Background: an optimization exercise with open tools, aiming at small area and a short achievable clock period. Do not read the settings as production practice. Only simulation tests tie the RTL to the original design; equivalence was not proved. Power is estimated from default activity; no workload was simulated.

==> flow/design.v, too long to show whole: its modules and the start of the top module <==
// module sab: 641 lines
module sab (
    input  wire        clk,
    input  wire        rst,         
    input  wire        ce,          
    input  wire        load,        
    input  wire        sub,         
    input  wire [13:0] a,
    input  wire [13:0] d,
    input  wire [13:0] b,
    input  wire [4:0]  ea,
    input  wire [4:0]  eb,
    input  wire        cfg_asign,
    input  wire        cfg_bsign,
    input  wire        cfg_preadd,
    input  wire        cfg_scaled,
    input  wire [5:0]  cfg_accexp,
    input  wire        cfg_accsat,
    input  wire [1:0]  cfg_ofmt,
    input  wire [5:0]  cfg_oshift,
    input  wire [1:0]  cfg_rmode,
    input  wire        cfg_osat,
    input  wire        cfg_osign,
    output reg  [41:0] out,
    output reg  [4:0]  oexp,
    output reg         satf,
    output reg         accov
);
  // ...
==> flow/flow/run.sh <==
#!/bin/bash
set -euo pipefail
cd "$(dirname "$0")/.."
export SETUP_SLACK_MARGIN=${SETUP_SLACK_MARGIN_OVERRIDE:-11}
bash standard.sh > flow_make.log 2>&1
==> flow/standard.sh <==
#!/bin/bash
# synth_recipe.tcl (not shown) runs the flow's synth.tcl, then flattens the netlist and writes it again
# the make line also repeats each setting of config.mk as NAME=value (left out here)
make -C /OpenROAD-flow-scripts/flow DESIGN_CONFIG=/design/flow/config.mk WORK_HOME=/design/flow/orfs CLKGATE_MAP_FILE= SYNTH_SCRIPT=/design/flow/synth_recipe.tcl "${@:-finish}"
==> flow/config.mk <==
export PLATFORM = sky130hd
export DESIGN_NAME = sab
export DESIGN_NICKNAME = sab
export VERILOG_FILES = /design/flow/design.v
export SDC_FILE = /design/flow/constraint.sdc
export NUM_CORES = 4
export LEC_CHECK = 0
export ABC_AREA = 1
export CAP_MARGIN = 20
export CORE_MARGIN = 2
export CORE_UTILIZATION = 40
export PLACE_DENSITY = 0.6
export SLEW_MARGIN = 20
==> flow/constraint.sdc <==
create_clock -name core_clock -period 16.0 [get_ports {clk}]
set_input_delay 3.2000 -clock core_clock [delete_from_list [all_inputs] [get_ports {clk}]]
set_output_delay 3.2000 -clock core_clock [all_outputs]
set_load 0.01 [all_outputs]
==> results by group, run 1 <==
Run status
  – Outcome: timing/DRC/antenna clean

Finish
  – Filler Cell Count: 7962
  – Multi-input gate share of total cell area: 54.11%
  – Non-clock buffer share of cell area: 11.04%
  – Fin cells: 5831
  – Clock network contribution to total cell area: 3.742%
  – Clock buf count: 50
  – Plain + repair buffers: 425
  – Most common cell after layout, fill and taps aside: nand2_1

Logic synthesis
  – Sequential fraction of the synthesis area: 24.83%
  – Main flop type after synthesis: edfxtp_1
  – Synth area leader: edfxtp_1
  – Post-Synth Adder-Cell Area: 17.79%
  – Mapped Cells: 4490
  – Post-synthesis cell type count: 85
  – Top cells by count, synth: 1110 x nand2_1, 705 x inv_1, 348 x o21ai_0
  – Synth Register Bits: 311
  – Area fraction in compound gates after synthesis: 17.31%
  – Post-synthesis xor/xnor area fraction: 4.701%

Clock network
  – CTS buffer count: 41
  – Clock Sinks: 311
  – CTS tree: built

Min path
  – Hold path start: load_q

STA
  – Min Clock Period, post-route: 5.864 ns
  – Setup Skew: 0.01662 ns
  – Total negative slack: 0 ns

GRT
  – Vias in the first global route: 30685
  – Initial antenna violation count: 2
  – Met2 Use GR: 48.09%
  – Grt ovf: 0

Critical path
  – Crit Path Max Fanout: 6
  – Worst r2r dst: prod_q[28]
  – FF-to-FF setup slack: 10.14 ns
  – Worst-path cell chain: buf_6, buf_8, nand2_4, inv_2, fa_1, fa_1, inv_2, fa_2, inv_2, fa_2, fa_1, fa_1, ha_4, a21boi_2, o21ai_1, nand2_1, a21oi_2, o21bai_2, a31oi_2, o21ai_2, a31oi_2, o21ai_1, xor2_1
  – Reg2Reg Depth: 23

Die
  – Width of the die: 288.7 µm
  – Row Count: 104
  – Initial Utilization: 40.31%

Job
  – Max Cap Violations: 0

Pwr
  – Clock power frac: 9.4%

Placement
  – DPL Wire Length: 79590 µm
==> run 2: changes to the inputs <==
==> flow/design.v (replaced) <==
module sab (
    input  wire        clk,
    input  wire        rst,         
    input  wire        ce,          
    input  wire        load,        
    input  wire        sub,         
    input  wire [13:0] a,
    input  wire [13:0] d,
    input  wire [13:0] b,
    input  wire [4:0]  ea,
    input  wire [4:0]  eb,
    input  wire        cfg_asign,
    input  wire        cfg_bsign,
    input  wire        cfg_preadd,
    input  wire        cfg_scaled,
    input  wire [5:0]  cfg_accexp,
    input  wire        cfg_accsat,
    input  wire [1:0]  cfg_ofmt,
    input  wire [5:0]  cfg_oshift,
    input  wire [1:0]  cfg_rmode,
    input  wire        cfg_osat,
    input  wire        cfg_osign,
    output reg  [41:0] out,
    output reg  [4:0]  oexp,
    output reg         satf,
    output reg         accov
);
    reg        c_as, c_bs, c_pre, c_sc, c_accsat, c_even, c_up, c_osat, c_osign;
    reg        c_f14, c_f28, c_f42;
    reg  [5:0] c_accexp, c_oshift;
    always @(posedge clk) begin
        c_as     <= cfg_scaled | cfg_asign;      
        c_bs     <= cfg_scaled | cfg_bsign;
        c_pre    <= cfg_preadd;
        c_sc     <= cfg_scaled;
        c_accsat <= cfg_accsat;
        c_even   <= (cfg_rmode == 2'b01);
        c_up     <= (cfg_rmode == 2'b10);
        c_osat   <= cfg_osat;
        c_osign  <= cfg_osign;
        c_f14    <= (cfg_ofmt == 2'b00);
        c_f28    <= (cfg_ofmt == 2'b01);
        c_f42    <= (cfg_ofmt == 2'b10);
        c_accexp <= cfg_accexp;
        c_oshift <= cfg_oshift;
    end
    wire [5:0] c_vw  = (c_f28 ? 6'd28 : c_f42 ? 6'd42 : 6'd14) + c_oshift;   
    wire [5:0] c_rfx = 6'd14 + c_oshift;                                     
    wire [5:0] c_r0  = (c_accexp > 6'd14) ? 6'd0 : 6'd14 - c_accexp;         
    wire [5:0] c_r31 = (c_accexp > 6'd45) ? 6'd0 : 6'd45 - c_accexp;         
    wire [5:0] c_l0  = (c_accexp > 6'd14) ? 6'd42 : 6'd28 + c_accexp;        
    wire [5:0] c_l31 = (c_accexp > 6'd45) ? 6'd42 :
                       (c_accexp < 6'd3)  ? 6'd0 : c_accexp - 6'd3;          
    wire [5:0] c_l32 = (c_accexp >= 6'd4 && c_accexp <= 6'd45) ? c_accexp - 6'd4 : 6'd63;   
    wire [6:0] c_g   = {1'b0, c_accexp} + 7'd28;                             
    wire [5:0] c_ft  = c_osign ? 6'd42 - c_vw : ((c_vw > 6'd41) ? 6'd0 : 6'd41 - c_vw);
    wire [5:0] c_fas = (c_vw > 6'd41) ? 6'd63 : 6'd41 - c_vw;
    wire [5:0] c_au  = 6'd41 - c_oshift;
    wire c_near = c_even | c_up;
    wire [15:0] a_x   = {{2{c_as & a[13]}}, a};
    wire [15:0] d_x   = {{2{c_as & d[13]}}, d};
    wire [15:0] d_t   = c_pre ? (d_x ^ {16{sub}}) : 16'd0;
    wire [16:0] pre_c = {a_x, 1'b1} + {d_t, c_pre & sub};    
    wire [15:0] pre_w = pre_c[16:1];
    reg         v0, v1, v2;
    always @(posedge clk) begin
        if (rst) begin
            v0 <= 1'b0; v1 <= 1'b0; v2 <= 1'b0;
        end else if (ce) begin
            v0 <= 1'b1; v1 <= v0; v2 <= v1;
        end
    end
    reg  [15:0] pre_q;
    reg  [14:0] b_q;      
    reg  [5:0]  ep_q;
    reg         load_q;
    always @(posedge clk) begin
        if (ce) begin
            pre_q  <= pre_w;
            b_q    <= {c_bs & b[13], b};
            ep_q   <= {1'b0, ea} + {1'b0, eb};
            load_q <= load;
        end
    end
    wire [15:0] b_y = {b_q[14], b_q};
    wire bo0 = b_y[0] ^ 1'b0;
    wire bt0 = (b_y[1] & ~b_y[0] & ~1'b0) | (~b_y[1] & b_y[0] & 1'b0);
    wire bn0 = b_y[1];
    wire pp0_0 = ((bo0 & pre_q[0]) | (bt0 & 1'b0)) ^ bn0;
    wire pp0_1 = ((bo0 & pre_q[1]) | (bt0 & pre_q[0])) ^ bn0;
    wire pp0_2 = ((bo0 & pre_q[2]) | (bt0 & pre_q[1])) ^ bn0;
    wire pp0_3 = ((bo0 & pre_q[3]) | (bt0 & pre_q[2])) ^ bn0;
    wire pp0_4 = ((bo0 & pre_q[4]) | (bt0 & pre_q[3])) ^ bn0;
    wire pp0_5 = ((bo0 & pre_q[5]) | (bt0 & pre_q[4])) ^ bn0;
    wire pp0_6 = ((bo0 & pre_q[6]) | (bt0 & pre_q[5])) ^ bn0;
    wire pp0_7 = ((bo0 & pre_q[7]) | (bt0 & pre_q[6])) ^ bn0;
    wire pp0_8 = ((bo0 & pre_q[8]) | (bt0 & pre_q[7])) ^ bn0;
    wire pp0_9 = ((bo0 & pre_q[9]) | (bt0 & pre_q[8])) ^ bn0;
    wire pp0_10 = ((bo0 & pre_q[10]) | (bt0 & pre_q[9])) ^ bn0;
    wire pp0_11 = ((bo0 & pre_q[11]) | (bt0 & pre_q[10])) ^ bn0;
    wire pp0_12 = ((bo0 & pre_q[12]) | (bt0 & pre_q[11])) ^ bn0;
    wire pp0_13 = ((bo0 & pre_q[13]) | (bt0 & pre_q[12])) ^ bn0;
    wire pp0_14 = ((bo0 & pre_q[14]) | (bt0 & pre_q[13])) ^ bn0;
    wire pp0_15 = ((bo0 & pre_q[15]) | (bt0 & pre_q[14])) ^ bn0;
    wire pp0_16 = ((bo0 & pre_q[15]) | (bt0 & pre_q[15])) ^ bn0;
    wire bo1 = b_y[2] ^ b_y[1];
    wire bt1 = (b_y[3] & ~b_y[2] & ~b_y[1]) | (~b_y[3] & b_y[2] & b_y[1]);
    wire bn1 = b_y[3];
    wire pp1_0 = ((bo1 & pre_q[0]) | (bt1 & 1'b0)) ^ bn1;
    wire pp1_1 = ((bo1 & pre_q[1]) | (bt1 & pre_q[0])) ^ bn1;
    wire pp1_2 = ((bo1 & pre_q[2]) | (bt1 & pre_q[1])) ^ bn1;
    wire pp1_3 = ((bo1 & pre_q[3]) | (bt1 & pre_q[2])) ^ bn1;
    wire pp1_4 = ((bo1 & pre_q[4]) | (bt1 & pre_q[3])) ^ bn1;
    wire pp1_5 = ((bo1 & pre_q[5]) | (bt1 & pre_q[4])) ^ bn1;
    wire pp1_6 = ((bo1 & pre_q[6]) | (bt1 & pre_q[5])) ^ bn1;
    wire pp1_7 = ((bo1 & pre_q[7]) | (bt1 & pre_q[6])) ^ bn1;
    wire pp1_8 = ((bo1 & pre_q[8]) | (bt1 & pre_q[7])) ^ bn1;
    wire pp1_9 = ((bo1 & pre_q[9]) | (bt1 & pre_q[8])) ^ bn1;
    wire pp1_10 = ((bo1 & pre_q[10]) | (bt1 & pre_q[9])) ^ bn1;
    wire pp1_11 = ((bo1 & pre_q[11]) | (bt1 & pre_q[10])) ^ bn1;
    wire pp1_12 = ((bo1 & pre_q[12]) | (bt1 & pre_q[11])) ^ bn1;
    wire pp1_13 = ((bo1 & pre_q[13]) | (bt1 & pre_q[12])) ^ bn1;
    wire pp1_14 = ((bo1 & pre_q[14]) | (bt1 & pre_q[13])) ^ bn1;
    wire pp1_15 = ((bo1 & pre_q[15]) | (bt1 & pre_q[14])) ^ bn1;
    wire pp1_16 = ((bo1 & pre_q[15]) | (bt1 & pre_q[15])) ^ bn1;
    wire bo2 = b_y[4] ^ b_y[3];
    wire bt2 = (b_y[5] & ~b_y[4] & ~b_y[3]) | (~b_y[5] & b_y[4] & b_y[3]);
    wire bn2 = b_y[5];
    wire pp2_0 = ((bo2 & pre_q[0]) | (bt2 & 1'b0)) ^ bn2;
    wire pp2_1 = ((bo2 & pre_q[1]) | (bt2 & pre_q[0])) ^ bn2;
    wire pp2_2 = ((bo2 & pre_q[2]) | (bt2 & pre_q[1])) ^ bn2;
    wire pp2_3 = ((bo2 & pre_q[3]) | (bt2 & pre_q[2])) ^ bn2;
    wire pp2_4 = ((bo2 & pre_q[4]) | (bt2 & pre_q[3])) ^ bn2;
    wire pp2_5 = ((bo2 & pre_q[5]) | (bt2 & pre_q[4])) ^ bn2;
    wire pp2_6 = ((bo2 & pre_q[6]) | (bt2 & pre_q[5])) ^ bn2;
    wire pp2_7 = ((bo2 & pre_q[7]) | (bt2 & pre_q[6])) ^ bn2;
    wire pp2_8 = ((bo2 & pre_q[8]) | (bt2 & pre_q[7])) ^ bn2;
    wire pp2_9 = ((bo2 & pre_q[9]) | (bt2 & pre_q[8])) ^ bn2;
    wire pp2_10 = ((bo2 & pre_q[10]) | (bt2 & pre_q[9])) ^ bn2;
    wire pp2_11 = ((bo2 & pre_q[11]) | (bt2 & pre_q[10])) ^ bn2;
    wire pp2_12 = ((bo2 & pre_q[12]) | (bt2 & pre_q[11])) ^ bn2;
    wire pp2_13 = ((bo2 & pre_q[13]) | (bt2 & pre_q[12])) ^ bn2;
    wire pp2_14 = ((bo2 & pre_q[14]) | (bt2 & pre_q[13])) ^ bn2;
    wire pp2_15 = ((bo2 & pre_q[15]) | (bt2 & pre_q[14])) ^ bn2;
    wire pp2_16 = ((bo2 & pre_q[15]) | (bt2 & pre_q[15])) ^ bn2;
    wire bo3 = b_y[6] ^ b_y[5];
    wire bt3 = (b_y[7] & ~b_y[6] & ~b_y[5]) | (~b_y[7] & b_y[6] & b_y[5]);
    wire bn3 = b_y[7];
    wire pp3_0 = ((bo3 & pre_q[0]) | (bt3 & 1'b0)) ^ bn3;
    wire pp3_1 = ((bo3 & pre_q[1]) | (bt3 & pre_q[0])) ^ bn3;
    wire pp3_2 = ((bo3 & pre_q[2]) | (bt3 & pre_q[1])) ^ bn3;
    wire pp3_3 = ((bo3 & pre_q[3]) | (bt3 & pre_q[2])) ^ bn3;
    wire pp3_4 = ((bo3 & pre_q[4]) | (bt3 & pre_q[3])) ^ bn3;
    wire pp3_5 = ((bo3 & pre_q[5]) | (bt3 & pre_q[4])) ^ bn3;
    wire pp3_6 = ((bo3 & pre_q[6]) | (bt3 & pre_q[5])) ^ bn3;
    wire pp3_7 = ((bo3 & pre_q[7]) | (bt3 & pre_q[6])) ^ bn3;
    wire pp3_8 = ((bo3 & pre_q[8]) | (bt3 & pre_q[7])) ^ bn3;
    wire pp3_9 = ((bo3 & pre_q[9]) | (bt3 & pre_q[8])) ^ bn3;
    wire pp3_10 = ((bo3 & pre_q[10]) | (bt3 & pre_q[9])) ^ bn3;
    wire pp3_11 = ((bo3 & pre_q[11]) | (bt3 & pre_q[10])) ^ bn3;
    wire pp3_12 = ((bo3 & pre_q[12]) | (bt3 & pre_q[11])) ^ bn3;
    wire pp3_13 = ((bo3 & pre_q[13]) | (bt3 & pre_q[12])) ^ bn3;
    wire pp3_14 = ((bo3 & pre_q[14]) | (bt3 & pre_q[13])) ^ bn3;
    wire pp3_15 = ((bo3 & pre_q[15]) | (bt3 & pre_q[14])) ^ bn3;
    wire pp3_16 = ((bo3 & pre_q[15]) | (bt3 & pre_q[15])) ^ bn3;
    wire bo4 = b_y[8] ^ b_y[7];
    wire bt4 = (b_y[9] & ~b_y[8] & ~b_y[7]) | (~b_y[9] & b_y[8] & b_y[7]);
    wire bn4 = b_y[9];
    wire pp4_0 = ((bo4 & pre_q[0]) | (bt4 & 1'b0)) ^ bn4;
    wire pp4_1 = ((bo4 & pre_q[1]) | (bt4 & pre_q[0])) ^ bn4;
    wire pp4_2 = ((bo4 & pre_q[2]) | (bt4 & pre_q[1])) ^ bn4;
    wire pp4_3 = ((bo4 & pre_q[3]) | (bt4 & pre_q[2])) ^ bn4;
    wire pp4_4 = ((bo4 & pre_q[4]) | (bt4 & pre_q[3])) ^ bn4;
    wire pp4_5 = ((bo4 & pre_q[5]) | (bt4 & pre_q[4])) ^ bn4;
    wire pp4_6 = ((bo4 & pre_q[6]) | (bt4 & pre_q[5])) ^ bn4;
    wire pp4_7 = ((bo4 & pre_q[7]) | (bt4 & pre_q[6])) ^ bn4;
    wire pp4_8 = ((bo4 & pre_q[8]) | (bt4 & pre_q[7])) ^ bn4;
    wire pp4_9 = ((bo4 & pre_q[9]) | (bt4 & pre_q[8])) ^ bn4;
    wire pp4_10 = ((bo4 & pre_q[10]) | (bt4 & pre_q[9])) ^ bn4;
    wire pp4_11 = ((bo4 & pre_q[11]) | (bt4 & pre_q[10])) ^ bn4;
    wire pp4_12 = ((bo4 & pre_q[12]) | (bt4 & pre_q[11])) ^ bn4;
    wire pp4_13 = ((bo4 & pre_q[13]) | (bt4 & pre_q[12])) ^ bn4;
    wire pp4_14 = ((bo4 & pre_q[14]) | (bt4 & pre_q[13])) ^ bn4;
    wire pp4_15 = ((bo4 & pre_q[15]) | (bt4 & pre_q[14])) ^ bn4;
    wire pp4_16 = ((bo4 & pre_q[15]) | (bt4 & pre_q[15])) ^ bn4;
    wire bo5 = b_y[10] ^ b_y[9];
    wire bt5 = (b_y[11] & ~b_y[10] & ~b_y[9]) | (~b_y[11] & b_y[10] & b_y[9]);
    wire bn5 = b_y[11];
    wire pp5_0 = ((bo5 & pre_q[0]) | (bt5 & 1'b0)) ^ bn5;
    wire pp5_1 = ((bo5 & pre_q[1]) | (bt5 & pre_q[0])) ^ bn5;
    wire pp5_2 = ((bo5 & pre_q[2]) | (bt5 & pre_q[1])) ^ bn5;
    wire pp5_3 = ((bo5 & pre_q[3]) | (bt5 & pre_q[2])) ^ bn5;
    wire pp5_4 = ((bo5 & pre_q[4]) | (bt5 & pre_q[3])) ^ bn5;
    wire pp5_5 = ((bo5 & pre_q[5]) | (bt5 & pre_q[4])) ^ bn5;
    wire pp5_6 = ((bo5 & pre_q[6]) | (bt5 & pre_q[5])) ^ bn5;
    wire pp5_7 = ((bo5 & pre_q[7]) | (bt5 & pre_q[6])) ^ bn5;
    wire pp5_8 = ((bo5 & pre_q[8]) | (bt5 & pre_q[7])) ^ bn5;
    wire pp5_9 = ((bo5 & pre_q[9]) | (bt5 & pre_q[8])) ^ bn5;
    wire pp5_10 = ((bo5 & pre_q[10]) | (bt5 & pre_q[9])) ^ bn5;
    wire pp5_11 = ((bo5 & pre_q[11]) | (bt5 & pre_q[10])) ^ bn5;
    wire pp5_12 = ((bo5 & pre_q[12]) | (bt5 & pre_q[11])) ^ bn5;
    wire pp5_13 = ((bo5 & pre_q[13]) | (bt5 & pre_q[12])) ^ bn5;
    wire pp5_14 = ((bo5 & pre_q[14]) | (bt5 & pre_q[13])) ^ bn5;
    wire pp5_15 = ((bo5 & pre_q[15]) | (bt5 & pre_q[14])) ^ bn5;
    wire pp5_16 = ((bo5 & pre_q[15]) | (bt5 & pre_q[15])) ^ bn5;
    wire bo6 = b_y[12] ^ b_y[11];
    wire bt6 = (b_y[13] & ~b_y[12] & ~b_y[11]) | (~b_y[13] & b_y[12] & b_y[11]);
    wire bn6 = b_y[13];
    wire pp6_0 = ((bo6 & pre_q[0]) | (bt6 & 1'b0)) ^ bn6;
    wire pp6_1 = ((bo6 & pre_q[1]) | (bt6 & pre_q[0])) ^ bn6;
    wire pp6_2 = ((bo6 & pre_q[2]) | (bt6 & pre_q[1])) ^ bn6;
    wire pp6_3 = ((bo6 & pre_q[3]) | (bt6 & pre_q[2])) ^ bn6;
    wire pp6_4 = ((bo6 & pre_q[4]) | (bt6 & pre_q[3])) ^ bn6;
    wire pp6_5 = ((bo6 & pre_q[5]) | (bt6 & pre_q[4])) ^ bn6;
    wire pp6_6 = ((bo6 & pre_q[6]) | (bt6 & pre_q[5])) ^ bn6;
    wire pp6_7 = ((bo6 & pre_q[7]) | (bt6 & pre_q[6])) ^ bn6;
    wire pp6_8 = ((bo6 & pre_q[8]) | (bt6 & pre_q[7])) ^ bn6;
    wire pp6_9 = ((bo6 & pre_q[9]) | (bt6 & pre_q[8])) ^ bn6;
    wire pp6_10 = ((bo6 & pre_q[10]) | (bt6 & pre_q[9])) ^ bn6;
    wire pp6_11 = ((bo6 & pre_q[11]) | (bt6 & pre_q[10])) ^ bn6;
    wire pp6_12 = ((bo6 & pre_q[12]) | (bt6 & pre_q[11])) ^ bn6;
    wire pp6_13 = ((bo6 & pre_q[13]) | (bt6 & pre_q[12])) ^ bn6;
    wire pp6_14 = ((bo6 & pre_q[14]) | (bt6 & pre_q[13])) ^ bn6;
    wire pp6_15 = ((bo6 & pre_q[15]) | (bt6 & pre_q[14])) ^ bn6;
    wire pp6_16 = ((bo6 & pre_q[15]) | (bt6 & pre_q[15])) ^ bn6;
    wire bo7 = b_y[14] ^ b_y[13];
    wire bt7 = (b_y[15] & ~b_y[14] & ~b_y[13]) | (~b_y[15] & b_y[14] & b_y[13]);
    wire bn7 = b_y[15];
    wire pp7_0 = ((bo7 & pre_q[0]) | (bt7 & 1'b0)) ^ bn7;
    wire pp7_1 = ((bo7 & pre_q[1]) | (bt7 & pre_q[0])) ^ bn7;
    wire pp7_2 = ((bo7 & pre_q[2]) | (bt7 & pre_q[1])) ^ bn7;
    wire pp7_3 = ((bo7 & pre_q[3]) | (bt7 & pre_q[2])) ^ bn7;
    wire pp7_4 = ((bo7 & pre_q[4]) | (bt7 & pre_q[3])) ^ bn7;
    wire pp7_5 = ((bo7 & pre_q[5]) | (bt7 & pre_q[4])) ^ bn7;
    wire pp7_6 = ((bo7 & pre_q[6]) | (bt7 & pre_q[5])) ^ bn7;
    wire pp7_7 = ((bo7 & pre_q[7]) | (bt7 & pre_q[6])) ^ bn7;
    wire pp7_8 = ((bo7 & pre_q[8]) | (bt7 & pre_q[7])) ^ bn7;
    wire pp7_9 = ((bo7 & pre_q[9]) | (bt7 & pre_q[8])) ^ bn7;
    wire pp7_10 = ((bo7 & pre_q[10]) | (bt7 & pre_q[9])) ^ bn7;
    wire pp7_11 = ((bo7 & pre_q[11]) | (bt7 & pre_q[10])) ^ bn7;
    wire pp7_12 = ((bo7 & pre_q[12]) | (bt7 & pre_q[11])) ^ bn7;
    wire pp7_13 = ((bo7 & pre_q[13]) | (bt7 & pre_q[12])) ^ bn7;
    wire pp7_14 = ((bo7 & pre_q[14]) | (bt7 & pre_q[13])) ^ bn7;
    wire pp7_15 = ((bo7 & pre_q[15]) | (bt7 & pre_q[14])) ^ bn7;
    wire pp7_16 = ((bo7 & pre_q[15]) | (bt7 & pre_q[15])) ^ bn7;
    wire m_s1 = pp0_10 ^ pp1_8;
    wire m_c2 = pp0_10 & pp1_8;
    wire m_s3 = pp0_11 ^ pp1_9;
    wire m_c4 = pp0_11 & pp1_9;
    wire m_s5 = pp0_12 ^ pp1_10 ^ pp2_8;
    wire m_c6 = (pp0_12 & pp1_10) | (pp0_12 & pp2_8) | (pp1_10 & pp2_8);
    wire m_s7 = pp3_6 ^ pp4_4;
    wire m_c8 = pp3_6 & pp4_4;
    wire m_s9 = pp0_13 ^ pp1_11 ^ pp2_9;
    wire m_c10 = (pp0_13 & pp1_11) | (pp0_13 & pp2_9) | (pp1_11 & pp2_9);
    wire m_s11 = pp3_7 ^ pp4_5;
    wire m_c12 = pp3_7 & pp4_5;
    wire m_s13 = pp0_14 ^ pp1_12 ^ pp2_10;
    wire m_c14 = (pp0_14 & pp1_12) | (pp0_14 & pp2_10) | (pp1_12 & pp2_10);
    wire m_s15 = pp3_8 ^ pp4_6 ^ pp5_4;
    wire m_c16 = (pp3_8 & pp4_6) | (pp3_8 & pp5_4) | (pp4_6 & pp5_4);
    wire m_s17 = pp6_2 ^ pp7_0;
    wire m_c18 = pp6_2 & pp7_0;
    wire m_s19 = pp0_15 ^ pp1_13 ^ pp2_11;
    wire m_c20 = (pp0_15 & pp1_13) | (pp0_15 & pp2_11) | (pp1_13 & pp2_11);
    wire m_s21 = pp3_9 ^ pp4_7 ^ pp5_5;
    wire m_c22 = (pp3_9 & pp4_7) | (pp3_9 & pp5_5) | (pp4_7 & pp5_5);
    wire m_s23 = pp6_3 ^ pp7_1;
    wire m_c24 = pp6_3 & pp7_1;
    wire m_s25 = ~pp0_16 ^ pp1_14 ^ pp2_12;
    wire m_c26 = (~pp0_16 & pp1_14) | (~pp0_16 & pp2_12) | (pp1_14 & pp2_12);
    wire m_s27 = pp3_10 ^ pp4_8 ^ pp5_6;
    wire m_c28 = (pp3_10 & pp4_8) | (pp3_10 & pp5_6) | (pp4_8 & pp5_6);
    wire m_s29 = pp6_4 ^ pp7_2 ^ 1'b1;
    wire m_c30 = (pp6_4 & pp7_2) | (pp6_4 & 1'b1) | (pp7_2 & 1'b1);
    wire m_s31 = pp1_15 ^ pp2_13 ^ pp3_11;
    wire m_c32 = (pp1_15 & pp2_13) | (pp1_15 & pp3_11) | (pp2_13 & pp3_11);
    wire m_s33 = pp4_9 ^ pp5_7 ^ pp6_5;
    wire m_c34 = (pp4_9 & pp5_7) | (pp4_9 & pp6_5) | (pp5_7 & pp6_5);
    wire m_s35 = pp7_3 ^ 1'b1;
    wire m_c36 = pp7_3 & 1'b1;
    wire m_s37 = ~pp1_16 ^ pp2_14 ^ pp3_12;
    wire m_c38 = (~pp1_16 & pp2_14) | (~pp1_16 & pp3_12) | (pp2_14 & pp3_12);
    wire m_s39 = pp4_10 ^ pp5_8 ^ pp6_6;
    wire m_c40 = (pp4_10 & pp5_8) | (pp4_10 & pp6_6) | (pp5_8 & pp6_6);
    wire m_s41 = pp2_15 ^ pp3_13 ^ pp4_11;
    wire m_c42 = (pp2_15 & pp3_13) | (pp2_15 & pp4_11) | (pp3_13 & pp4_11);
    wire m_s43 = pp5_9 ^ pp6_7;
    wire m_c44 = pp5_9 & pp6_7;
    wire m_s45 = ~pp2_16 ^ pp3_14 ^ pp4_12;
    wire m_c46 = (~pp2_16 & pp3_14) | (~pp2_16 & pp4_12) | (pp3_14 & pp4_12);
    wire m_s47 = pp3_15 ^ pp4_13;
    wire m_c48 = pp3_15 & pp4_13;
    wire m_s49 = pp0_6 ^ pp1_4;
    wire m_c50 = pp0_6 & pp1_4;
    wire m_s51 = pp0_7 ^ pp1_5;
    wire m_c52 = pp0_7 & pp1_5;
    wire m_s53 = pp0_8 ^ pp1_6 ^ pp2_4;
    wire m_c54 = (pp0_8 & pp1_6) | (pp0_8 & pp2_4) | (pp1_6 & pp2_4);
    wire m_s55 = pp3_2 ^ pp4_0;
    wire m_c56 = pp3_2 & pp4_0;
    wire m_s57 = pp0_9 ^ pp1_7 ^ pp2_5;
    wire m_c58 = (pp0_9 & pp1_7) | (pp0_9 & pp2_5) | (pp1_7 & pp2_5);
    wire m_s59 = pp3_3 ^ pp4_1;
    wire m_c60 = pp3_3 & pp4_1;
    wire m_s61 = m_s1 ^ pp2_6 ^ pp3_4;
    wire m_c62 = (m_s1 & pp2_6) | (m_s1 & pp3_4) | (pp2_6 & pp3_4);
    wire m_s63 = pp4_2 ^ pp5_0 ^ bn5;
    wire m_c64 = (pp4_2 & pp5_0) | (pp4_2 & bn5) | (pp5_0 & bn5);
    wire m_s65 = m_c2 ^ m_s3 ^ pp2_7;
    wire m_c66 = (m_c2 & m_s3) | (m_c2 & pp2_7) | (m_s3 & pp2_7);
    wire m_s67 = pp3_5 ^ pp4_3 ^ pp5_1;
    wire m_c68 = (pp3_5 & pp4_3) | (pp3_5 & pp5_1) | (pp4_3 & pp5_1);
    wire m_s69 = m_c4 ^ m_s5 ^ m_s7;
    wire m_c70 = (m_c4 & m_s5) | (m_c4 & m_s7) | (m_s5 & m_s7);
    wire m_s71 = pp5_2 ^ pp6_0 ^ bn6;
    wire m_c72 = (pp5_2 & pp6_0) | (pp5_2 & bn6) | (pp6_0 & bn6);
    wire m_s73 = m_c6 ^ m_c8 ^ m_s9;
    wire m_c74 = (m_c6 & m_c8) | (m_c6 & m_s9) | (m_c8 & m_s9);
    wire m_s75 = m_s11 ^ pp5_3 ^ pp6_1;
    wire m_c76 = (m_s11 & pp5_3) | (m_s11 & pp6_1) | (pp5_3 & pp6_1);
    wire m_s77 = m_c10 ^ m_c12 ^ m_s13;
    wire m_c78 = (m_c10 & m_c12) | (m_c10 & m_s13) | (m_c12 & m_s13);
    wire m_s79 = m_s15 ^ m_s17 ^ bn7;
    wire m_c80 = (m_s15 & m_s17) | (m_s15 & bn7) | (m_s17 & bn7);
    wire m_s81 = m_c14 ^ m_c16 ^ m_c18;
    wire m_c82 = (m_c14 & m_c16) | (m_c14 & m_c18) | (m_c16 & m_c18);
    wire m_s83 = m_s19 ^ m_s21 ^ m_s23;
    wire m_c84 = (m_s19 & m_s21) | (m_s19 & m_s23) | (m_s21 & m_s23);
    wire m_s85 = m_c20 ^ m_c22 ^ m_c24;
    wire m_c86 = (m_c20 & m_c22) | (m_c20 & m_c24) | (m_c22 & m_c24);
    wire m_s87 = m_s25 ^ m_s27 ^ m_s29;
    wire m_c88 = (m_s25 & m_s27) | (m_s25 & m_s29) | (m_s27 & m_s29);
    wire m_s89 = m_c26 ^ m_c28 ^ m_c30;
    wire m_c90 = (m_c26 & m_c28) | (m_c26 & m_c30) | (m_c28 & m_c30);
    wire m_s91 = m_s31 ^ m_s33 ^ m_s35;
    wire m_c92 = (m_s31 & m_s33) | (m_s31 & m_s35) | (m_s33 & m_s35);
    wire m_s93 = m_c32 ^ m_c34 ^ m_c36;
    wire m_c94 = (m_c32 & m_c34) | (m_c32 & m_c36) | (m_c34 & m_c36);
    wire m_s95 = m_s37 ^ m_s39 ^ pp7_4;
    wire m_c96 = (m_s37 & m_s39) | (m_s37 & pp7_4) | (m_s39 & pp7_4);
    wire m_s97 = m_c38 ^ m_c40 ^ m_s41;
    wire m_c98 = (m_c38 & m_c40) | (m_c38 & m_s41) | (m_c40 & m_s41);
    wire m_s99 = m_s43 ^ pp7_5 ^ 1'b1;
    wire m_c100 = (m_s43 & pp7_5) | (m_s43 & 1'b1) | (pp7_5 & 1'b1);
    wire m_s101 = m_c42 ^ m_c44 ^ m_s45;
    wire m_c102 = (m_c42 & m_c44) | (m_c42 & m_s45) | (m_c44 & m_s45);
    wire m_s103 = pp5_10 ^ pp6_8 ^ pp7_6;
    wire m_c104 = (pp5_10 & pp6_8) | (pp5_10 & pp7_6) | (pp6_8 & pp7_6);
    wire m_s105 = m_c46 ^ m_s47 ^ pp5_11;
    wire m_c106 = (m_c46 & m_s47) | (m_c46 & pp5_11) | (m_s47 & pp5_11);
    wire m_s107 = pp6_9 ^ pp7_7 ^ 1'b1;
    wire m_c108 = (pp6_9 & pp7_7) | (pp6_9 & 1'b1) | (pp7_7 & 1'b1);
    wire m_s109 = m_c48 ^ ~pp3_16 ^ pp4_14;
    wire m_c110 = (m_c48 & ~pp3_16) | (m_c48 & pp4_14) | (~pp3_16 & pp4_14);
    wire m_s111 = pp5_12 ^ pp6_10 ^ pp7_8;
    wire m_c112 = (pp5_12 & pp6_10) | (pp5_12 & pp7_8) | (pp6_10 & pp7_8);
    wire m_s113 = pp4_15 ^ pp5_13 ^ pp6_11;
    wire m_c114 = (pp4_15 & pp5_13) | (pp4_15 & pp6_11) | (pp5_13 & pp6_11);
    wire m_s115 = pp7_9 ^ 1'b1;
    wire m_c116 = pp7_9 & 1'b1;
    wire m_s117 = ~pp4_16 ^ pp5_14 ^ pp6_12;
    wire m_c118 = (~pp4_16 & pp5_14) | (~pp4_16 & pp6_12) | (pp5_14 & pp6_12);
    wire m_s119 = pp5_15 ^ pp6_13;
    wire m_c120 = pp5_15 & pp6_13;
    wire m_s121 = pp0_4 ^ pp1_2;
    wire m_c122 = pp0_4 & pp1_2;
    wire m_s123 = pp0_5 ^ pp1_3;
    wire m_c124 = pp0_5 & pp1_3;
    wire m_s125 = m_s49 ^ pp2_2 ^ pp3_0;
    wire m_c126 = (m_s49 & pp2_2) | (m_s49 & pp3_0) | (pp2_2 & pp3_0);
    wire m_s127 = m_c50 ^ m_s51 ^ pp2_3;
    wire m_c128 = (m_c50 & m_s51) | (m_c50 & pp2_3) | (m_s51 & pp2_3);
    wire m_s129 = m_c52 ^ m_s53 ^ m_s55;
    wire m_c130 = (m_c52 & m_s53) | (m_c52 & m_s55) | (m_s53 & m_s55);
    wire m_s131 = m_c54 ^ m_c56 ^ m_s57;
    wire m_c132 = (m_c54 & m_c56) | (m_c54 & m_s57) | (m_c56 & m_s57);
    wire m_s133 = m_c58 ^ m_c60 ^ m_s61;
    wire m_c134 = (m_c58 & m_c60) | (m_c58 & m_s61) | (m_c60 & m_s61);
    wire m_s135 = m_c62 ^ m_c64 ^ m_s65;
    wire m_c136 = (m_c62 & m_c64) | (m_c62 & m_s65) | (m_c64 & m_s65);
    wire m_s137 = m_c66 ^ m_c68 ^ m_s69;
    wire m_c138 = (m_c66 & m_c68) | (m_c66 & m_s69) | (m_c68 & m_s69);
    wire m_s139 = m_c70 ^ m_c72 ^ m_s73;
    wire m_c140 = (m_c70 & m_c72) | (m_c70 & m_s73) | (m_c72 & m_s73);
    wire m_s141 = m_c74 ^ m_c76 ^ m_s77;
    wire m_c142 = (m_c74 & m_c76) | (m_c74 & m_s77) | (m_c76 & m_s77);
    wire m_s143 = m_c78 ^ m_c80 ^ m_s81;
    wire m_c144 = (m_c78 & m_c80) | (m_c78 & m_s81) | (m_c80 & m_s81);
    wire m_s145 = m_c82 ^ m_c84 ^ m_s85;
    wire m_c146 = (m_c82 & m_c84) | (m_c82 & m_s85) | (m_c84 & m_s85);
    wire m_s147 = m_c86 ^ m_c88 ^ m_s89;
    wire m_c148 = (m_c86 & m_c88) | (m_c86 & m_s89) | (m_c88 & m_s89);
    wire m_s149 = m_c90 ^ m_c92 ^ m_s93;
    wire m_c150 = (m_c90 & m_c92) | (m_c90 & m_s93) | (m_c92 & m_s93);
    wire m_s151 = m_c94 ^ m_c96 ^ m_s97;
    wire m_c152 = (m_c94 & m_c96) | (m_c94 & m_s97) | (m_c96 & m_s97);
    wire m_s153 = m_c98 ^ m_c100 ^ m_s101;
    wire m_c154 = (m_c98 & m_c100) | (m_c98 & m_s101) | (m_c100 & m_s101);
    wire m_s155 = m_c102 ^ m_c104 ^ m_s105;
    wire m_c156 = (m_c102 & m_c104) | (m_c102 & m_s105) | (m_c104 & m_s105);
    wire m_s157 = m_c106 ^ m_c108 ^ m_s109;
    wire m_c158 = (m_c106 & m_c108) | (m_c106 & m_s109) | (m_c108 & m_s109);
    wire m_s159 = m_c110 ^ m_c112 ^ m_s113;
    wire m_c160 = (m_c110 & m_c112) | (m_c110 & m_s113) | (m_c112 & m_s113);
    wire m_s161 = m_c114 ^ m_c116 ^ m_s117;
    wire m_c162 = (m_c114 & m_c116) | (m_c114 & m_s117) | (m_c116 & m_s117);
    wire m_s163 = m_c118 ^ m_s119 ^ pp7_11;
    wire m_c164 = (m_c118 & m_s119) | (m_c118 & pp7_11) | (m_s119 & pp7_11);
    wire m_s165 = m_c120 ^ ~pp5_16 ^ pp6_14;
    wire m_c166 = (m_c120 & ~pp5_16) | (m_c120 & pp6_14) | (~pp5_16 & pp6_14);
    wire m_s167 = pp6_15 ^ pp7_13;
    wire m_c168 = pp6_15 & pp7_13;
    wire m_s169 = pp0_2 ^ pp1_0;
    wire m_c170 = pp0_2 & pp1_0;
    wire m_s171 = pp0_3 ^ pp1_1;
    wire m_c172 = pp0_3 & pp1_1;
    wire m_s173 = m_s121 ^ pp2_0 ^ bn2;
    wire m_c174 = (m_s121 & pp2_0) | (m_s121 & bn2) | (pp2_0 & bn2);
    wire m_s175 = m_c122 ^ m_s123 ^ pp2_1;
    wire m_c176 = (m_c122 & m_s123) | (m_c122 & pp2_1) | (m_s123 & pp2_1);
    wire m_s177 = m_c124 ^ m_s125 ^ bn3;
    wire m_c178 = (m_c124 & m_s125) | (m_c124 & bn3) | (m_s125 & bn3);
    wire m_s179 = m_c126 ^ m_s127 ^ pp3_1;
    wire m_c180 = (m_c126 & m_s127) | (m_c126 & pp3_1) | (m_s127 & pp3_1);
    wire m_s181 = m_c128 ^ m_s129 ^ bn4;
    wire m_c182 = (m_c128 & m_s129) | (m_c128 & bn4) | (m_s129 & bn4);
    wire m_s183 = m_c130 ^ m_s131 ^ m_s59;
    wire m_c184 = (m_c130 & m_s131) | (m_c130 & m_s59) | (m_s131 & m_s59);
    wire m_s185 = m_c132 ^ m_s133 ^ m_s63;
    wire m_c186 = (m_c132 & m_s133) | (m_c132 & m_s63) | (m_s133 & m_s63);
    wire m_s187 = m_c134 ^ m_s135 ^ m_s67;
    wire m_c188 = (m_c134 & m_s135) | (m_c134 & m_s67) | (m_s135 & m_s67);
    wire m_s189 = m_c136 ^ m_s137 ^ m_s71;
    wire m_c190 = (m_c136 & m_s137) | (m_c136 & m_s71) | (m_s137 & m_s71);
    wire m_s191 = m_c138 ^ m_s139 ^ m_s75;
    wire m_c192 = (m_c138 & m_s139) | (m_c138 & m_s75) | (m_s139 & m_s75);
    wire m_s193 = m_c140 ^ m_s141 ^ m_s79;
    wire m_c194 = (m_c140 & m_s141) | (m_c140 & m_s79) | (m_s141 & m_s79);
    wire m_s195 = m_c142 ^ m_s143 ^ m_s83;
    wire m_c196 = (m_c142 & m_s143) | (m_c142 & m_s83) | (m_s143 & m_s83);
    wire m_s197 = m_c144 ^ m_s145 ^ m_s87;
    wire m_c198 = (m_c144 & m_s145) | (m_c144 & m_s87) | (m_s145 & m_s87);
    wire m_s199 = m_c146 ^ m_s147 ^ m_s91;
    wire m_c200 = (m_c146 & m_s147) | (m_c146 & m_s91) | (m_s147 & m_s91);
    wire m_s201 = m_c148 ^ m_s149 ^ m_s95;
    wire m_c202 = (m_c148 & m_s149) | (m_c148 & m_s95) | (m_s149 & m_s95);
    wire m_s203 = m_c150 ^ m_s151 ^ m_s99;
    wire m_c204 = (m_c150 & m_s151) | (m_c150 & m_s99) | (m_s151 & m_s99);
    wire m_s205 = m_c152 ^ m_s153 ^ m_s103;
    wire m_c206 = (m_c152 & m_s153) | (m_c152 & m_s103) | (m_s153 & m_s103);
    wire m_s207 = m_c154 ^ m_s155 ^ m_s107;
    wire m_c208 = (m_c154 & m_s155) | (m_c154 & m_s107) | (m_s155 & m_s107);
    wire m_s209 = m_c156 ^ m_s157 ^ m_s111;
    wire m_c210 = (m_c156 & m_s157) | (m_c156 & m_s111) | (m_s157 & m_s111);
    wire m_s211 = m_c158 ^ m_s159 ^ m_s115;
    wire m_c212 = (m_c158 & m_s159) | (m_c158 & m_s115) | (m_s159 & m_s115);
    wire m_s213 = m_c160 ^ m_s161 ^ pp7_10;
    wire m_c214 = (m_c160 & m_s161) | (m_c160 & pp7_10) | (m_s161 & pp7_10);
    wire m_s215 = m_c162 ^ m_s163 ^ 1'b1;
    wire m_c216 = (m_c162 & m_s163) | (m_c162 & 1'b1) | (m_s163 & 1'b1);
    wire m_s217 = m_c164 ^ m_s165 ^ pp7_12;
    wire m_c218 = (m_c164 & m_s165) | (m_c164 & pp7_12) | (m_s165 & pp7_12);
    wire m_s219 = m_c166 ^ m_s167 ^ 1'b1;
    wire m_c220 = (m_c166 & m_s167) | (m_c166 & 1'b1) | (m_s167 & 1'b1);
    wire m_s221 = m_c168 ^ ~pp6_16 ^ pp7_14;
    wire m_c222 = (m_c168 & ~pp6_16) | (m_c168 & pp7_14) | (~pp6_16 & pp7_14);
    wire m_s223 = pp7_15 ^ 1'b1;
    wire m_c224 = pp7_15 & 1'b1;
    wire [29:0] m_ra = {m_c222, m_c220, m_c218, m_c216, m_c214, m_c212, m_c210, m_c208, m_c206, m_c204, m_c202, m_c200, m_c198, m_c196, m_c194, m_c192, m_c190, m_c188, m_c186, m_c184, m_c182, m_c180, m_c178, m_c176, m_c174, m_c172, m_c170, m_s169, pp0_1, pp0_0};
    wire [29:0] m_rb = {m_s223, m_s221, m_s219, m_s217, m_s215, m_s213, m_s211, m_s209, m_s207, m_s205, m_s203, m_s201, m_s199, m_s197, m_s195, m_s193, m_s191, m_s189, m_s187, m_s185, m_s183, m_s181, m_s179, m_s177, m_s175, m_s173, m_s171, bn1, 1'b0, bn0};
    wire [29:0] prod_w = m_ra + m_rb;
    wire [6:0] ax43 = {1'b0, c_accexp} + 7'd43;
    wire [6:0] sa_w = ({1'b0, ep_q} > ax43)             ? 7'd0 :
                      ({1'b0, ep_q} + 7'd31 < {1'b0, c_accexp}) ? 7'd74 :
                      ax43 - {1'b0, ep_q};
    reg  [29:0] prod_q;
    reg  [6:0]  sa_q;
    reg         load1_q;
    always @(posedge clk) begin
        if (ce) begin
            prod_q  <= prod_w;
            sa_q    <= sa_w;
            load1_q <= load_q;
        end
    end
    wire signed [73:0] z_al  = {prod_q, 44'd0};
    wire        [73:0] z_sh  = z_al >>> sa_q;
    wire        [42:0] al_fl = z_sh[43:1];
    wire               al_hf = z_sh[0];
    wire        [29:0] p_xs  = prod_q ^ {30{prod_q[29]}};
    reg                al_st, al_big;
    integer            i;
    always @* begin
        al_st  = 1'b0;
        for (i = 0; i < 30; i = i + 1)
            if ({1'b0, sa_q} >= i + 45) al_st = al_st | prod_q[i];
        al_big = (sa_q == 7'd0) & prod_q[29];
        for (i = 0; i < 29; i = i + 1)
            if ({1'b0, sa_q} <= i + 1) al_big = al_big | p_xs[i];
    end
    wire al_up = al_hf & (c_up | (c_even & (al_st | al_fl[0])));
    reg  [42:0] al_q;
    reg         alup_q, albig_q, alneg_q, load2_q;
    always @(posedge clk) begin
        if (ce) begin
            al_q    <= al_fl;
            alup_q  <= al_up;
            albig_q <= al_big;
            alneg_q <= prod_q[29];
            load2_q <= load1_q;
        end
    end
    reg  [41:0] acc;
    reg         accov_q;
    wire [42:0] addend = c_sc ? al_q : {{13{prod_q[29]}}, prod_q};
    wire        add_up = c_sc & alup_q;
    wire        big    = c_sc & albig_q;
    wire        ld     = c_sc ? load2_q : load1_q;
    wire [43:0] base   = ld ? 44'd0 : {{2{acc[41]}}, acc};
    wire [44:0] sum_c  = {base, 1'b1} + {addend[42], addend, add_up};    
    wire [43:0] sum    = sum_c[44:1];
    wire        s_neg  = big ? alneg_q : sum[43];
    wire        ovf    = big | (sum[43:41] != 3'b000 && sum[43:41] != 3'b111);
    wire [41:0] acc_w  = (ovf & c_accsat) ? {s_neg, {41{~s_neg}}} : sum[41:0];
    wire        v_in   = c_sc ? v2 : v1;     
    always @(posedge clk) begin
        if (rst | (ce & !v_in)) begin
            acc <= 42'd0; accov_q <= 1'b0;
        end else if (ce) begin
            acc     <= acc_w;
            accov_q <= ovf;
        end
    end
    wire [63:0] lz_y = {acc[40:0] ^ {41{acc[41]}}, 1'b1, 22'd0};
    wire lz_v0_0 = lz_y[63] | lz_y[62];
    wire lz_c0_0 = ~lz_y[63];
    wire lz_v0_1 = lz_y[61] | lz_y[60];
    wire lz_c0_1 = ~lz_y[61];
    wire lz_v0_2 = lz_y[59] | lz_y[58];
    wire lz_c0_2 = ~lz_y[59];
    wire lz_v0_3 = lz_y[57] | lz_y[56];
    wire lz_c0_3 = ~lz_y[57];
    wire lz_v0_4 = lz_y[55] | lz_y[54];
    wire lz_c0_4 = ~lz_y[55];
    wire lz_v0_5 = lz_y[53] | lz_y[52];
    wire lz_c0_5 = ~lz_y[53];
    wire lz_v0_6 = lz_y[51] | lz_y[50];
    wire lz_c0_6 = ~lz_y[51];
    wire lz_v0_7 = lz_y[49] | lz_y[48];
    wire lz_c0_7 = ~lz_y[49];
    wire lz_v0_8 = lz_y[47] | lz_y[46];
    wire lz_c0_8 = ~lz_y[47];
    wire lz_v0_9 = lz_y[45] | lz_y[44];
    wire lz_c0_9 = ~lz_y[45];
    wire lz_v0_10 = lz_y[43] | lz_y[42];
    wire lz_c0_10 = ~lz_y[43];
    wire lz_v0_11 = lz_y[41] | lz_y[40];
    wire lz_c0_11 = ~lz_y[41];
    wire lz_v0_12 = lz_y[39] | lz_y[38];
    wire lz_c0_12 = ~lz_y[39];
    wire lz_v0_13 = lz_y[37] | lz_y[36];
    wire lz_c0_13 = ~lz_y[37];
    wire lz_v0_14 = lz_y[35] | lz_y[34];
    wire lz_c0_14 = ~lz_y[35];
    wire lz_v0_15 = lz_y[33] | lz_y[32];
    wire lz_c0_15 = ~lz_y[33];
    wire lz_v0_16 = lz_y[31] | lz_y[30];
    wire lz_c0_16 = ~lz_y[31];
    wire lz_v0_17 = lz_y[29] | lz_y[28];
    wire lz_c0_17 = ~lz_y[29];
    wire lz_v0_18 = lz_y[27] | lz_y[26];
    wire lz_c0_18 = ~lz_y[27];
    wire lz_v0_19 = lz_y[25] | lz_y[24];
    wire lz_c0_19 = ~lz_y[25];
    wire lz_v0_20 = lz_y[23] | lz_y[22];
    wire lz_c0_20 = ~lz_y[23];
    wire lz_v0_21 = lz_y[21] | lz_y[20];
    wire lz_c0_21 = ~lz_y[21];
    wire lz_v0_22 = lz_y[19] | lz_y[18];
    wire lz_c0_22 = ~lz_y[19];
    wire lz_v0_23 = lz_y[17] | lz_y[16];
    wire lz_c0_23 = ~lz_y[17];
    wire lz_v0_24 = lz_y[15] | lz_y[14];
    wire lz_c0_24 = ~lz_y[15];
    wire lz_v0_25 = lz_y[13] | lz_y[12];
    wire lz_c0_25 = ~lz_y[13];
    wire lz_v0_26 = lz_y[11] | lz_y[10];
    wire lz_c0_26 = ~lz_y[11];
    wire lz_v0_27 = lz_y[9] | lz_y[8];
    wire lz_c0_27 = ~lz_y[9];
    wire lz_v0_28 = lz_y[7] | lz_y[6];
    wire lz_c0_28 = ~lz_y[7];
    wire lz_v0_29 = lz_y[5] | lz_y[4];
    wire lz_c0_29 = ~lz_y[5];
    wire lz_v0_30 = lz_y[3] | lz_y[2];
    wire lz_c0_30 = ~lz_y[3];
    wire lz_v0_31 = lz_y[1] | lz_y[0];
    wire lz_c0_31 = ~lz_y[1];
    wire lz_v1_0 = lz_v0_0 | lz_v0_1;
    wire [1:0] lz_c1_0 = lz_v0_0 ? {1'b0, lz_c0_0} : {1'b1, lz_c0_1};
    wire lz_v1_1 = lz_v0_2 | lz_v0_3;
    wire [1:0] lz_c1_1 = lz_v0_2 ? {1'b0, lz_c0_2} : {1'b1, lz_c0_3};
    wire lz_v1_2 = lz_v0_4 | lz_v0_5;
    wire [1:0] lz_c1_2 = lz_v0_4 ? {1'b0, lz_c0_4} : {1'b1, lz_c0_5};
    wire lz_v1_3 = lz_v0_6 | lz_v0_7;
    wire [1:0] lz_c1_3 = lz_v0_6 ? {1'b0, lz_c0_6} : {1'b1, lz_c0_7};
    wire lz_v1_4 = lz_v0_8 | lz_v0_9;
    wire [1:0] lz_c1_4 = lz_v0_8 ? {1'b0, lz_c0_8} : {1'b1, lz_c0_9};
    wire lz_v1_5 = lz_v0_10 | lz_v0_11;
    wire [1:0] lz_c1_5 = lz_v0_10 ? {1'b0, lz_c0_10} : {1'b1, lz_c0_11};
    wire lz_v1_6 = lz_v0_12 | lz_v0_13;
    wire [1:0] lz_c1_6 = lz_v0_12 ? {1'b0, lz_c0_12} : {1'b1, lz_c0_13};
    wire lz_v1_7 = lz_v0_14 | lz_v0_15;
    wire [1:0] lz_c1_7 = lz_v0_14 ? {1'b0, lz_c0_14} : {1'b1, lz_c0_15};
    wire lz_v1_8 = lz_v0_16 | lz_v0_17;
    wire [1:0] lz_c1_8 = lz_v0_16 ? {1'b0, lz_c0_16} : {1'b1, lz_c0_17};
    wire lz_v1_9 = lz_v0_18 | lz_v0_19;
    wire [1:0] lz_c1_9 = lz_v0_18 ? {1'b0, lz_c0_18} : {1'b1, lz_c0_19};
    wire lz_v1_10 = lz_v0_20 | lz_v0_21;
    wire [1:0] lz_c1_10 = lz_v0_20 ? {1'b0, lz_c0_20} : {1'b1, lz_c0_21};
    wire lz_v1_11 = lz_v0_22 | lz_v0_23;
    wire [1:0] lz_c1_11 = lz_v0_22 ? {1'b0, lz_c0_22} : {1'b1, lz_c0_23};
    wire lz_v1_12 = lz_v0_24 | lz_v0_25;
    wire [1:0] lz_c1_12 = lz_v0_24 ? {1'b0, lz_c0_24} : {1'b1, lz_c0_25};
    wire lz_v1_13 = lz_v0_26 | lz_v0_27;
    wire [1:0] lz_c1_13 = lz_v0_26 ? {1'b0, lz_c0_26} : {1'b1, lz_c0_27};
    wire lz_v1_14 = lz_v0_28 | lz_v0_29;
    wire [1:0] lz_c1_14 = lz_v0_28 ? {1'b0, lz_c0_28} : {1'b1, lz_c0_29};
    wire lz_v1_15 = lz_v0_30 | lz_v0_31;
    wire [1:0] lz_c1_15 = lz_v0_30 ? {1'b0, lz_c0_30} : {1'b1, lz_c0_31};
    wire lz_v2_0 = lz_v1_0 | lz_v1_1;
    wire [2:0] lz_c2_0 = lz_v1_0 ? {1'b0, lz_c1_0} : {1'b1, lz_c1_1};
    wire lz_v2_1 = lz_v1_2 | lz_v1_3;
    wire [2:0] lz_c2_1 = lz_v1_2 ? {1'b0, lz_c1_2} : {1'b1, lz_c1_3};
    wire lz_v2_2 = lz_v1_4 | lz_v1_5;
    wire [2:0] lz_c2_2 = lz_v1_4 ? {1'b0, lz_c1_4} : {1'b1, lz_c1_5};
    wire lz_v2_3 = lz_v1_6 | lz_v1_7;
    wire [2:0] lz_c2_3 = lz_v1_6 ? {1'b0, lz_c1_6} : {1'b1, lz_c1_7};
    wire lz_v2_4 = lz_v1_8 | lz_v1_9;
    wire [2:0] lz_c2_4 = lz_v1_8 ? {1'b0, lz_c1_8} : {1'b1, lz_c1_9};
    wire lz_v2_5 = lz_v1_10 | lz_v1_11;
    wire [2:0] lz_c2_5 = lz_v1_10 ? {1'b0, lz_c1_10} : {1'b1, lz_c1_11};
    wire lz_v2_6 = lz_v1_12 | lz_v1_13;
    wire [2:0] lz_c2_6 = lz_v1_12 ? {1'b0, lz_c1_12} : {1'b1, lz_c1_13};
    wire lz_v2_7 = lz_v1_14 | lz_v1_15;
    wire [2:0] lz_c2_7 = lz_v1_14 ? {1'b0, lz_c1_14} : {1'b1, lz_c1_15};
    wire lz_v3_0 = lz_v2_0 | lz_v2_1;
    wire [3:0] lz_c3_0 = lz_v2_0 ? {1'b0, lz_c2_0} : {1'b1, lz_c2_1};
    wire lz_v3_1 = lz_v2_2 | lz_v2_3;
    wire [3:0] lz_c3_1 = lz_v2_2 ? {1'b0, lz_c2_2} : {1'b1, lz_c2_3};
    wire lz_v3_2 = lz_v2_4 | lz_v2_5;
    wire [3:0] lz_c3_2 = lz_v2_4 ? {1'b0, lz_c2_4} : {1'b1, lz_c2_5};
    wire lz_v3_3 = lz_v2_6 | lz_v2_7;
    wire [3:0] lz_c3_3 = lz_v2_6 ? {1'b0, lz_c2_6} : {1'b1, lz_c2_7};
    wire lz_v4_0 = lz_v3_0 | lz_v3_1;
    wire [4:0] lz_c4_0 = lz_v3_0 ? {1'b0, lz_c3_0} : {1'b1, lz_c3_1};
    wire lz_v4_1 = lz_v3_2 | lz_v3_3;
    wire [4:0] lz_c4_1 = lz_v3_2 ? {1'b0, lz_c3_2} : {1'b1, lz_c3_3};
    wire lz_v5_0 = lz_v4_0 | lz_v4_1;
    wire [5:0] lz_c5_0 = lz_v4_0 ? {1'b0, lz_c4_0} : {1'b1, lz_c4_1};
    wire [5:0] lz_c = lz_c5_0;
    wire [5:0] lz       = lz_c[5:0];
    wire       acc_zero = (acc == 42'd0);
    wire       acc_neg  = acc[41];
    wire       c0_w     = acc_zero | (lz > c_l0);
    wire       c31_w    = !c0_w & (lz < c_l31);
    wire       f32_w    = !c0_w & (lz == c_l32);
    wire [4:0] g0_e     = c_g[4:0] - lz[4:0];
    wire [4:0] g0_w     = c0_w ? 5'd0 : c31_w ? 5'd31 : g0_e;
    wire [5:0] r_sc     = c0_w ? c_r0 : c31_w ? c_r31 : 6'd42 - lz;
    wire [5:0] r_w      = c_sc ? r_sc : c_rfx;
    wire       fx_fit_w = (lz >= c_ft) & (c_osign | !acc_neg);
    wire       fx_alt_w = acc_neg & (c_osign ? (lz == c_fas) : (lz >= c_au));
    reg  [41:0] acc_d;
    reg         accov_d;
    reg  [5:0]  r_q;
    reg  [4:0]  g0_q;
    reg         c0_q, uncl_q, f32_q, fxfit_q, fxalt_q;
    always @(posedge clk) begin
        if (ce) begin
            acc_d   <= acc;
            accov_d <= accov_q;
            r_q     <= r_w;
            g0_q    <= g0_w;
            c0_q    <= c0_w;
            uncl_q  <= !c0_w & !c31_w;
            f32_q   <= f32_w;
            fxfit_q <= fx_fit_w;
            fxalt_q <= fx_alt_w;
        end
    end
    wire signed [57:0] y_o  = {acc_d, 16'd0};
    wire        [57:0] y_sh = y_o >>> r_q;
    wire        [27:0] q    = y_sh[29:2];
    wire               hf   = y_sh[1];
    wire               qt   = y_sh[0];
    reg                st;
    integer            m;
    always @* begin
        st = 1'b0;
        for (m = 0; m < 42; m = m + 1)
            if ({1'b0, r_q} >= m + 17) st = st | acc_d[m];
    end
    wire        up   = hf & (c_up | (c_even & (qt | st | q[0])));
    wire [27:0] r    = q + {27'd0, up};
    wire        c13  = up & (&q[12:0]);     
    wire        c14  = c13 & q[13];
    wire        c27  = up & (&q[26:0]);
    wire        c28  = c27 & q[27];
    wire        cw1  = c_f14 ? c13 : c27;           
    wire        cw   = c_f14 ? c14 : c28;           
    wire        qw1  = c_f14 ? q[13] : q[27];       
    wire        fx_fit = c_f42 ? (c_osign | ~acc_d[41]) :
                         c_osign ? (fxfit_q ? !(cw1 & !qw1) : (fxalt_q & cw1 & !qw1))
                                 : (fxfit_q ? !cw : (fxalt_q & cw));
    wire [41:0] fx_r   = {acc_d[41:28], r};
    reg  [41:0] fx_hi, fx_res, fx_out;
    integer     n;
    always @* begin
        fx_hi = c_f14 ? {28'd0, ~c_osign, {13{1'b1}}} :
                c_f28 ? {14'd0, ~c_osign, {27{1'b1}}} :
                        {~c_osign, {41{1'b1}}};
        if (fx_fit | ~c_osat)
            fx_res = fx_r;
        else if (acc_d[41])    
            fx_res = c_osign ? ~fx_hi : 42'd0;
        else
            fx_res = fx_hi;
        fx_out = fx_res;
        if (c_f14)
            for (n = 14; n < 42; n = n + 1) fx_out[n] = c_osign & fx_res[13];
        if (c_f28)
            for (n = 28; n < 42; n = n + 1) fx_out[n] = c_osign & fx_res[27];
    end
    wire        adj_p  = uncl_q & up & (q[13:0] == 14'h1fff);          
    wire        adj_m  = uncl_q & (g0_q != 5'd0) & c_near & hf & qt &
                         (q[13:0] == 14'h2fff);                         
    wire        f31    = f32_q & c_near & hf & (q[14:0] == 15'h5fff);   
    wire        g31    = (g0_q == 5'd31);
    wire        sc_fit = c0_q | (uncl_q & !(adj_p & g31)) | f31;
    wire [4:0]  sc_exp = (adj_p & !g31) ? g0_q + 5'd1 : adj_m ? g0_q - 5'd1 : g0_q;
    wire [13:0] sc_m   = (adj_p & !g31) ? 14'd4096 : adj_m ? 14'h2000 : r[13:0];
    wire [13:0] sc_res = (sc_fit | ~c_osat) ? sc_m : (acc_d[41] ? 14'h2000 : 14'h1fff);
    always @(posedge clk) begin
        if (rst | (ce & !v0)) begin
            out <= 42'd0; oexp <= 5'd0; satf <= 1'b0; accov <= 1'b0;
        end else if (ce) begin
            if (c_sc) begin
                out  <= {{28{sc_res[13]}}, sc_res};
                oexp <= sc_exp;
                satf <= !sc_fit;
            end else begin
                out  <= fx_out;
                oexp <= 5'd0;
                satf <= !fx_fit;
            end
            accov <= accov_d;
        end
    end
endmodule
==> run 2 against run 1 <==
- clock power shrank 9%
- sequential share of layout area is 0.59 points higher
- largest cell class unchanged
- wire length is 0.76% higher
- die area fell by 2.9%
==> results by group, run 2 <==
Finish
  – Highest-count cells in the layout ignoring fill and taps: 908 x nand2_1, 455 x inv_1, 451 x nand3_1
  – Biggest register: al_q
  – Most common cell after layout, fill and taps aside: nand2_1
  – Max reg flops: 43
  – Layout cells sized above 1: 10.98%
  – Diode count: 0
  – Post-layout util: 47.99%
  – NumNets Final: 5026
  – Final Cell Area: 37240 µm²
  – Fin cells: 5749 (-1.4%)
  – Area delta synth->final: 18.39%

Logic synthesis
  – Main combinational cell family by area after synthesis: simple AND/OR/NAND/NOR gates
  – Synth Area in Simple Gates: 26.03%
  – Post-synthesis cell type count: 70 (-18%)
  – Top cells by count, synth: 934 x nand2_1, 486 x inv_1, 455 x nand3_1
  – Synth Cell Area: 31450 µm²
  – Top post-synthesis cells by area: edfxtp_1 17%, nand2_1 11%, dfxtp_1 7.6%
  – Synth area leader: edfxtp_1
  – Yosys warnings: 1
  – Post-synthesis mux area share: 0.8274%
  – Number of synthesized flops with an enable pin: 182
  – Sequential fraction of the synthesis area: 24.95% (+0.12 points)
  – Mapped Cells: 4541 (+1.1%)
  – Area fraction in compound gates after synthesis: 18.80% (+1.5 points)
  – Count leader, synth: nand2_1
  – Post-synthesis xor/xnor area fraction: 7.101% (+2.4 points)
  – Main flop type after synthesis: edfxtp_1
  – Syn_area_per_cell: 6.926 µm²
  – Syn_nets: 4890
  – Ys async rst share: 0%
  – Synth Register Bits: 301 (-3.2%)
  – Area share of the largest cell type after synthesis: 17.38%
  – Post-Synth Adder-Cell Area: 12.83% (-5.0 points)

Clock network
  – H-tree Lvls: 2
  – CTS tree: built
  – Later-pin clock latency in the skew report: 0.59 ns
  – CTS hold repair buffers: 0
  – CTS buffer count: 40 (-2.4%)
  – Max Buffers Root-to-Sink: 3
  – Worst-path clk slew: 0.06 ns
  – Root cell of the clock tree: clkbuf_16
  – Clock Sinks: 301 (-3.2%)

Pwr
  – Total power: 9.146 mW
  – LEAKAGE: 16.46 nW
  – Pwr dens: 245.6 nW/µm²
  – VDD IR max: 524.2 µV

Placement
  – GP Congestion: 1.010
  – Dpl cell area: 33410 µm²
  – Cells after DPL: 5517
  – DPL Wire Length: 84100 µm (+5.7%)
  – Setup Slack @ Placement: 8.973 ns
  – I/O Buffers: 128

Critical path
  – Worst-path cell chain: buf_16, o21ai_4, a21oi_2, ha_4, buf_4, a221oi_4, nor2_1, o21ai_2, a21oi_2, o21ai_1, nand2_1, a21oi_2, o21bai_2, a21oi_2, o21bai_2, nand3_1, nand2_1, buf_4, xor2_1
  – Type of origin of the critical path: primary input
  – Worst path slowest cell: ha_4
  – Worst R2R Start: b_q[1]
  – Arr. time, crit path: 5.66 ns
  – Top Family by Delay on Critical Path: compound AO/OA/AOI/OAI gates
  – CP Buf/Inv Count: 3
  – Crit Path Max Fanout: 8 (+2)
  – Worst Setup SP: sub
  – CP dominant cell by count: a21oi_2
  – WP data required: 16.33 ns
  – CP max stage delay: 0.24 ns
  – Critical Path End Type: register
  – Kind of critical path: in -> reg

Die
  – Row Count: 102 (-1.9%)
  – Core area: 77590 µm²
  – Initial Utilization: 40.53% (+0.22 points)
  – I/O pin count: 129
  – Die ar.: 80890 µm²
  – Die Y: 284.4 µm
  – Width of the die: 284.4 µm (-1.5%)

STA
  – Slew margin rel.: 34.58%
  – RSZ-0062 raised after global routing: yes
  – Fin. max-slew vios: 0
  – Min Clock Period, post-route: 5.333 ns (-0.5309 ns)
  – Hold Worst Slack: 0.4242 ns
  – Setup violators final: 0
  – Setup Skew: 0.03378 ns (+0.01716 ns)
  – Worst-margin pin slew: 0.9711 ns
  – Total negative slack: 0 ns (unchanged)
  – Max Clk Rate: 187.5 MHz
  – Setup ws final: 10.67 ns
  – Fin. Hold Viols: 0
  – Fin crit share: 33.33%

Drt
  – DR vias/cell: 5.622
  – 1st-iter DRT viols: 3185
  – Met1 wire length: 46850 µm
  – Avg WL per Cell: 19.74 µm
  – DRT Pass-1 Iters: 7
  – Routed WL: 113500 µm
  – Vias: 32320
  – Drt drc: 0
  – Routed length on met2: 53160 µm
  – Highest metal used: met5
  – Met3 wire length: 8472 µm
  – ANT nets after route: 0

Run status
  – Outcome: timing/DRC/antenna clean

GRT
  – Vias in the first global route: 30680 (-0.016%)
  – Largest net degree at the start of global routing: 64
  – Grt ovf: 0 (unchanged)
  – Initial antenna violation count: 2 (unchanged)
  – Global-route wire length before repair: 174700 µm
  – GRT Total Usage: 27.18%

Job
  – Max Cap Violations: 0 (unchanged)

Min path
  – Hold path start: load_q
  – Worst min path class: reg -> reg
## run 2: cell count changes after synthesis, sizes merged, moves of 16 or more
cell / delta
a31oi: -16
inv: -211
nor2: +104
nand3: +310
o22ai: +92
fa: -99
ha: +20
nand2: -181
o21ai: -67
buf: +18
xor2: +119
a21oi: +21
a211oi: +29
xnor2: -38
## run 2: final timing paths
| kind | slack (ns) | depth (start not counted) | to |
|---|---|---|---|
| max | 10.67 | 19 | pre_q[13] |
| min | 0.42 | 0 | load1_q |
| max reg2reg | 10.75 | 24 | prod_q[28] |
| min reg2reg | 0.42 | 0 | load1_q |
## run 2: kinds of logic after synthesis
logic type	count (synthesis)
AOI/OAI and AO/OA	1032
buffers and inverters	747
xor gates and xnor gates	255
and+or+nand+nor	1911
adders and majority gates	269
muxes	26
DFF	301
## run 2: area by class of cell
| cell class | count | area (µm²) |
|---|---|---|
| Fill cell | 7984 | 40360 |
| Timing Repair Buffer | 321 | 3133 |
| Sequential cell | 301 | 7855 |
| Clock buffer | 53 | 1081 |
| Multi-Input combinational cell | 3495 | 21530 |
| Tap cell | 1040 | 1301 |
| Inverter | 518 | 2061 |
| Clock inverter | 21 | 274.0 |
## run 2: report_power, final
group	switching, mW	internal, mW	total (mW)
Clock	0.367	0.560	0.927
Sequential	0.159	1.21	1.36
Combinational	3.83	3.02	6.85
Total	4.36	4.79	9.15
## run 2: routing by layer
layer | GRT usage [%] | vias up
li1 | - | 15649
met1 | 35.33 | 15055
met2 | 45.06 | 1338
met3 | 4.382 | 274
met4 | 10.63 | 4
met5 | 0 | -
## run 2: timing repair
| item | in CTS | in global routing |
|---|---|---|
| gates cloned | 3 | 5 |
| endpoints found under the setup margin | 139 | 115 |
| setup buffers | 110 | 40 |
| pin swaps | 78 | 63 |
| gates resized for setup | 175 | 111 |
## run 2: worst register-to-register path: stages (launching register included)
cell and delay, ns:
edfxtp_1 0.50, buf_6 0.17, buf_6 0.13, buf_6 0.12, buf_12 0.12, xor2_2 0.16
ha_1 0.30, inv_2 0.04, fa_1 0.56, inv_2 0.05, fa_1 0.55, fa_1 0.46
ha_4 0.28, a21oi_2 0.13, o211ai_1 0.10, buf_4 0.16, a21boi_4 0.19, o21ai_4 0.10
a21oi_4 0.16, o21ai_2 0.08, a21boi_2 0.19, o21ai_2 0.10, a21oi_2 0.13, o21ai_2 0.07
xor2_1 0.13

port drivers added, routing unchanged:
The flow's constraints put no driver on any port. The routed layouts listed below were extracted and timed again, unchanged, in two steps. Step 1 (the two cells are an assumption about what drives the block):
set clk [get_ports {clk}]
set_driving_cell -lib_cell sky130_fd_sc_hd__clkbuf_16 $clk
set_driving_cell -lib_cell sky130_fd_sc_hd__buf_2 [delete_from_list [all_inputs] $clk]
Step 2 moves the port delays by t, midway between the first and last clock arrival at a register: inputs arrive t later, outputs are due t later. That takes back most of the time a late clock gives input paths. Slacks: no drivers / after step 1 / after step 2; pairs: no drivers / after step 1.
run | t, ns | setup slack, ns | hold WS [ns] | latest minus earliest clock arrival (ns) | worst data-port slew with drivers (ns)
run 1 | 0.664 | 10.136 / 10.136 / 9.644 | 0.444 / 0.444 / 0.444 | 0.019 / 0.018 | 0.12
run 2 | 0.637 | 10.667 / 10.610 / 9.973 | 0.424 / 0.424 / 0.424 | 0.037 / 0.037 | 0.12
After both steps setup and hold are still met in every run listed. The setup slack of run 2, which loses most, moves by -0.057 ns with the drivers and by -0.694 ns with both steps.
